Context: an optimization exercise on an open-source flow, tuned for small area, a short achievable clock period and few clock cycles. The choices shown serve that exercise and are no tape-out recipe.
At most, simulation tests tie the RTL to the original design; equivalence was not proved.
Power figures rest on the tool's default switching activity, not on a simulated workload.

==> flow/design.v (excerpt) <==
module flush_cvt (
    input  wire        clk,
    input  wire        rst,
    input  wire        in_valid,
    output wire        in_ready,
    input  wire [95:0] in_acc,
    input  wire [1:0]  in_tag,
    input  wire [7:0]  in_level,
    input  wire [3:0]  in_fmt,
    input  wire        in_sr,
    input  wire [31:0] in_rand,
    output reg         out_valid,
    output reg  [31:0] out_data,
    output reg         out_overflow
);
    assign in_ready = 1'b1;
    reg        v1;
    reg [94:0] x1;         
    reg        neg1;       
    reg [1:0]  tag1;
    reg [7:0]  level1;
    reg [3:0]  fmt1;
    reg        sr1;
    reg [31:0] rnd1;
    always @(posedge clk) begin
        if (rst) v1 <= 1'b0;
        else     v1 <= in_valid;
        x1     <= in_acc[94:0] ^ {95{in_acc[95]}};
        neg1   <= in_acc[95];
        tag1   <= in_tag;
        level1 <= in_level;
        fmt1   <= in_fmt;
        sr1    <= in_sr;
        rnd1   <= in_rand;
    end
    wire [63:0] win;
    wire        sticky, hix;
    wire [8:0]  zexp;
    flush_cvt_s1 u_s1 (.x(x1), .neg(neg1), .level(level1), .fmt(fmt1), .win(win),
                       .sticky(sticky), .hix(hix), .zexp(zexp));
    reg        v2;
    reg [63:0] win2;
    reg        neg2, sticky2, hix2;
    reg [8:0]  zexp2;
    reg [1:0]  tag2;
    reg [3:0]  fmt2;
    reg        sr2;
    reg [31:0] rnd2;
    always @(posedge clk) begin
        if (rst) v2 <= 1'b0;
  ...
export LEC_CHECK = 0
export CAP_MARGIN = 20
export CORE_MARGIN = 2
export CORE_UTILIZATION = 60
export PLACE_DENSITY = 0.75
export SLEW_MARGIN = 20
create_clock -name core_clock -period 34.0 [get_ports {clk}]
standard.sh (not shown) runs the stock make flow with config.mk's settings and CLKGATE_MAP_FILE= SYNTH_SCRIPT=/design/flow/synth_recipe.tcl, a recipe that flattens the netlist after the stock synthesis.
==> flow/flow/run.sh <==
#!/bin/bash
# Standard layout (standard.sh, the standard flow's own ORFS run) with these changes:
#  - synthesis maps with flow/area.abc (ABC's &nf mapper) instead of ORFS's
#    ABC script; the rest of synthesis is synth_recipe.tcl unchanged, so the
#    registers and their names are those of the standard synthesis;
#  - ports are buffered with buf_1 cells instead of clkdlybuf4s50_1;
#  - clock tree: larger sink clusters driven by clkbuf_8, no dummy loads;
#  - timing repair aims for setup slack above SETUP_SLACK_MARGIN.
# make's output goes to make.log here; ORFS keeps each step's log under
# orfs/logs/.
set -euo pipefail
HERE=$(pwd)
export MY_ABC_SCRIPT=$HERE/flow/area.abc
export FLOW_SYNTH_TCL=$HERE/synth_recipe.tcl
bash standard.sh finish SYNTH_SCRIPT=$HERE/flow/synth.tcl \
  SETUP_SLACK_MARGIN=26.2 \
  "BUFFER_PORTS_ARGS=-buffer_cell sky130_fd_sc_hd__buf_1" \
  "CTS_ARGS=-sink_clustering_enable -repair_clock_nets -dont_use_dummy_load -root_buf sky130_fd_sc_hd__clkbuf_16 -buf_list sky130_fd_sc_hd__clkbuf_8 -sink_clustering_size 16 -sink_clustering_max_diameter 60" \
  > make.log 2>&1
==> flow/flow/area.abc <==
strash
&get -n
&fraig -x
&put
scorr
dc2
strash
&get -n
&dch -f
&nf -R 1000
&put
==> flow/flow/synth.tcl <==
# synth_recipe.tcl, with the liberty mapping done by our ABC script.
proc abc {args} {
  set i [lsearch -exact $args -script]
  if {$i >= 0} { set args [lreplace $args $i [expr {$i + 1}]] }
  set j [lsearch -exact $args -D]
  if {$j >= 0} { set args [lreplace $args $j [expr {$j + 1}]] }
  yosys abc -script $::env(MY_ABC_SCRIPT) {*}$args
}
source $::env(FLOW_SYNTH_TCL)
Testbench counts at the start, summed over its fixed seeds: cycles 16,024.
Then changed:
==> flow/flow/area.abc (replaced) <==
strash
&get -n
&fraig -x
&put
scorr
dc2
strash
&get -n
&dch -f
&nf
&put
The changed run finished clean.
Worst setup slack gets better by 130 ps.
Maximum frequency climbs by 1.7%.
Global-route usage drops by 4.3 points.
Total power drops by 5.3%.
Core utilization drops by 3.7 points.
Then changed:
==> flow/flow/area.abc (replaced) <==
strash
&get -n
&fraig -x
&put
scorr
dc2
strash
&get -n
&dch -f
&nf -R 20
&put
Outcome:
- worst setup slack barely changes
- clock skew rises by 14 ps
- final area climbs by about 1.5%
- synthesized cell count rises by about 3%
- routed wire length goes up by about 9%
- clock power rose by about 6%
- global-route usage rises by 3.3 points

* * *

Another version of the RTL of flush_cvt (not shown whole).
Size in the first run: about 19,000 µm² of cells after synthesis.
export LEC_CHECK = 0
export CAP_MARGIN = 20
export CORE_MARGIN = 2
export CORE_UTILIZATION = 60
export PLACE_DENSITY = 0.75
export SLEW_MARGIN = 20
create_clock -name core_clock -period 34.0 [get_ports {clk}]
==> flow/flow/run.sh <==
#!/bin/bash
# Standard layout (standard.sh, the standard flow's own ORFS run) with these changes:
#  - synthesis maps with flow/area.abc (ABC's &nf mapper) instead of ORFS's
#    ABC script; the rest of synthesis is synth_recipe.tcl unchanged, so the
#    registers and their names are those of the standard synthesis;
#  - ports are buffered with buf_1 cells instead of clkdlybuf4s50_1;
#  - clock tree: larger sink clusters driven by clkbuf_8, no dummy loads;
#  - timing repair aims for setup slack above SETUP_SLACK_MARGIN.
# make's output goes to make.log here; ORFS keeps each step's log under
# orfs/logs/.
set -euo pipefail
HERE=$(pwd)
export MY_ABC_SCRIPT=$HERE/flow/area.abc
export FLOW_SYNTH_TCL=$HERE/synth_recipe.tcl
bash standard.sh finish SYNTH_SCRIPT=$HERE/flow/synth.tcl \
  SETUP_SLACK_MARGIN=25.8 \
  "BUFFER_PORTS_ARGS=-buffer_cell sky130_fd_sc_hd__buf_1" \
  "CTS_ARGS=-sink_clustering_enable -repair_clock_nets -dont_use_dummy_load -root_buf sky130_fd_sc_hd__clkbuf_16 -buf_list sky130_fd_sc_hd__clkbuf_8 -sink_clustering_size 16 -sink_clustering_max_diameter 60" \
  > make.log 2>&1
==> flow/flow/area.abc <==
strash
&get -n
&fraig -x
&put
scorr
dc2
strash
&get -n
&dch -f
&nf -R 1000
&put
Scripts as last shown in full above: flow/flow/synth.tcl
Next try:
--- a/flow/flow/run.sh
+++ b/flow/flow/run.sh
@@ -5,5 +5,5 @@
 #    registers and their names are those of the standard synthesis;
 #  - ports are buffered with buf_1 cells instead of clkdlybuf4s50_1;
-#  - clock tree: larger sink clusters driven by clkbuf_8, no dummy loads;
+#  - clock tree: larger sink clusters driven by clkbuf_16, no dummy loads;
 #  - timing repair aims for setup slack above SETUP_SLACK_MARGIN.
 # make's output goes to make.log here; ORFS keeps each step's log under
@@ -16,4 +16,4 @@
   SETUP_SLACK_MARGIN=25.8 \
   "BUFFER_PORTS_ARGS=-buffer_cell sky130_fd_sc_hd__buf_1" \
-  "CTS_ARGS=-sink_clustering_enable -repair_clock_nets -dont_use_dummy_load -root_buf sky130_fd_sc_hd__clkbuf_16 -buf_list sky130_fd_sc_hd__clkbuf_8 -sink_clustering_size 16 -sink_clustering_max_diameter 60" \
+  "CTS_ARGS=-sink_clustering_enable -repair_clock_nets -dont_use_dummy_load -root_buf sky130_fd_sc_hd__clkbuf_16 -buf_list sky130_fd_sc_hd__clkbuf_16 -sink_clustering_size 30 -sink_clustering_max_diameter 100" \
   > make.log 2>&1
The changed run finished with timing, DRC and antenna clean.
Total power decreases slightly.
Global-route usage decreases by 0.31 points.
Maximum frequency hardly moves.
Wire length decreases slightly.
No run of this note included a check of the RTL's function; only the layout flow was run.

-- port drivers added, routing unchanged --
How much do the figures lean on ideal ports? The routed layouts below were timed once more, with nothing changed but the port constraints. Step 1 sets driving cells, clkbuf_16 on the clock port and buf_2 on the other inputs (assumed; they add their load-dependent delay and slew). Step 2 adds t to the input delays and takes it off the output delays; t is the mean of the earliest and latest rising clock arrival at the registers after step 1. Input paths then give back, and output paths get back, about the clock's delay inside the block. Three values: ideal ports, drivers, drivers and shift; two values: the first two.
run	t (ns)	setup WS [ns]	worst slew at a driven data input, ns
the first run of note 1	0.565	26.097 / 26.097 / 25.769	0.05
the second run of note 1	0.548	26.226 / 26.170 / 25.813	0.04
the third run of note 1	0.556	26.225 / 26.173 / 25.763	0.05
the first run of note 2	0.591	25.872 / 25.872 / 25.872	0.06
the second run of note 2	0.577	25.891 / 25.891 / 25.891	0.05
After both steps setup and hold are still met in every run listed. The setup slack of the third run of note 1, which loses most, moves by -0.052 ns with the drivers and by -0.462 ns with both steps.
